This design comes from an exercise in tuning for small area on the open sky130 flow, not from production work.
The RTL was checked by simulation tests, not by an equivalence proof against the original design.
No activity file was given, so power comes from the tool's default toggle rates.

==> flow/design.v (excerpt) <==
module dc_accel (
    input  wire         clk,
    input  wire         rst,
    input  wire [2:0]   mod_bit,
    input  wire [2:0]   demod_neg,
    input  wire [2:0]   restart_req,
    input  wire [2:0]   ts_slow,
    output wire [2:0]   sw_valid,
    output wire [35:0]  coarse,
    output wire [2:0]   coarse_sat,
    output wire [2:0]   coarse_first,
    output wire [104:0] hb,
    output wire [2:0]   ts_valid,
    output wire [47:0]  ts_sample,
    output wire [2:0]   ts_sat,
    output wire [2:0]   ts_first
);
    reg [16:0] tstamp;      
    always @(posedge clk) begin
        if (rst)
            tstamp <= 17'd0;
        else
            tstamp <= (tstamp == 17'd122879) ? 17'd0 : tstamp + 17'd1;
    end
    wire [5:0] r = tstamp[5:0];
    localparam [63:0] H0_0 = 64'h8888888888888888;
    localparam [63:0] H0_1 = 64'h2828282828282828;
    localparam [63:0] H0_2 = 64'h52f852f852f852f8;
    localparam [63:0] H0_3 = 64'h25728fd825728fd8;
    localparam [63:0] H0_4 = 64'h17656212bdcfc8b8;
    localparam [63:0] H0_5 = 64'h0d976f855ae218d2;
    localparam [63:0] H0_6 = 64'h0358cef7713ade85;
    localparam [63:0] H0_7 = 64'h00ca8e58df4731f7;
    localparam [63:0] H0_8 = 64'h0039a49fca7ea058;
    localparam [63:0] H0_9 = 64'h00079db56c7e6a9f;
    localparam [63:0] H0_10 = 64'h00007c73252b4ce0;
    localparam [63:0] H0_11 = 64'h000003f0e31925aa;
    localparam [63:0] H0_12 = 64'h0000000fe0f8e399;
    localparam [63:0] H0_13 = 64'h000000001ff81f87;
    localparam [63:0] H0_14 = 64'h000000000007ff80;
    localparam [63:0] H0_15 = 64'h000000000000007f;
    localparam [63:0] H1_0 = 64'h8888888888888888;
    localparam [63:0] H1_1 = 64'h2828282828282828;
    localparam [63:0] H1_2 = 64'hda70da70da70da70;
    localparam [63:0] H1_3 = 64'h855a2ff0855a2ff0;
    localparam [63:0] H1_4 = 64'hcd9518ca673fb260;
    localparam [63:0] H1_5 = 64'h4ad7521f97020fc0;
  ...
clock: 40.0 ns
lec_check: 0
cap_margin: 20
core_margin: 2
core_utilization: 65
cts_cluster_diameter: 100
cts_cluster_size: 28
slew_margin: 20
run.sh (not shown) runs the stock make flow with config.mk's settings and CLKGATE_MAP_FILE= SYNTH_SCRIPT=/design/flow/synth_recipe.tcl, a recipe that flattens the netlist after the stock synthesis.
The first run finished with timing, DRC and antenna clean.
==> next run, changes <==
==> flow/flow/run.sh (new file) <==
#!/bin/bash
# Own flow: the standard layout (standard.sh, all ORFS steps unchanged)
# with two changes:
#  * synthesis maps the logic with an area-oriented ABC script
#    (flow/abc.script) in place of ORFS's abc_speed.script; registers,
#    their names and cells are the same as in the standard synthesis;
#  * every input and output port still gets its own buffer, but the port
#    buffers are sky130_fd_sc_hd__buf_1 (buffer_ports -buffer_cell).
set -euo pipefail
work="$(cd "$(dirname "$0")/.." && pwd)"
cd "$work"
rm -rf "$work/orfs_scripts"
cp -r "$FLOW_HOME/scripts" "$work/orfs_scripts"
cp "$work/flow/abc.script" "$work/orfs_scripts/abc_speed.script"
export SCRIPTS_DIR="$work/orfs_scripts"
export BUFFER_PORTS_ARGS="-buffer_cell sky130_fd_sc_hd__buf_1"
bash "$work/standard.sh" > "$work/standard_flow.log" 2>&1
==> flow/flow/abc.script (new file) <==
&get -n
&st
&syn2
&dch
&nf -a
&st
&syn2
&dch
&nf -a
&put
==> flow/standard.sh (new file) <==
#!/bin/bash
# synth_recipe.tcl (not shown) runs the flow's synth.tcl, then flattens the netlist and writes it again
# the make line also repeats each setting of config.mk as NAME=value (left out here)
make -C /OpenROAD-flow-scripts/flow DESIGN_CONFIG=/design/flow/config.mk WORK_HOME=/design/flow/orfs CLKGATE_MAP_FILE= SYNTH_SCRIPT=/design/flow/synth_recipe.tcl "${@:-finish}"
--- a/flow/config.mk
+++ b/flow/config.mk
@@ -8 +8 @@
-export CAP_MARGIN = 20
+export CAP_MARGIN = 30
@@ -13 +13 @@
-export SLEW_MARGIN = 20
+export SLEW_MARGIN = 30
removed: flow/run.sh
The changed run passed the timing, DRC and antenna checks. Register-to-register slack gains 0.11 ns. First-iteration DRC count is higher by 12%. Worst hold slack loses 0.0078 ns. Area after synthesis is lower by 5.5%. Utilization is higher by 0.38 points. Clock power is lower by about 2%. Sequential cell count stays the same. Cell area is lower by 5.4%. Clock skew is higher by 0.0062 ns. Total power is lower by 0.67%. Worst setup slack gains 0.18 ns.

[re-timing with driven ports]
The results above use ideal ports. As a check the final layouts listed here were re-extracted and re-timed, cells and wires unchanged.
Step 1 assumes that a clkbuf_16 drives the clock port and a buf_2 every other input.
Step 2, shift: input delay + t, output delay - t, t = (earliest + latest rising clock arrival at the registers) / 2. This alone moves slack from input paths to output paths.
a / b / c = ideal ports / drivers / drivers and shift; a / b = the first two.
run	t (ns)	setup slack, ns	pins driven straight from the clock port
the first run	0.709	24.592 / 24.632 / 23.924	1
the second run	0.716	24.771 / 24.812 / 24.095	1
After both steps setup and hold are still met in every run listed. The setup slack of the second run, which loses most, moves by +0.041 ns with the drivers and by -0.676 ns with both steps.
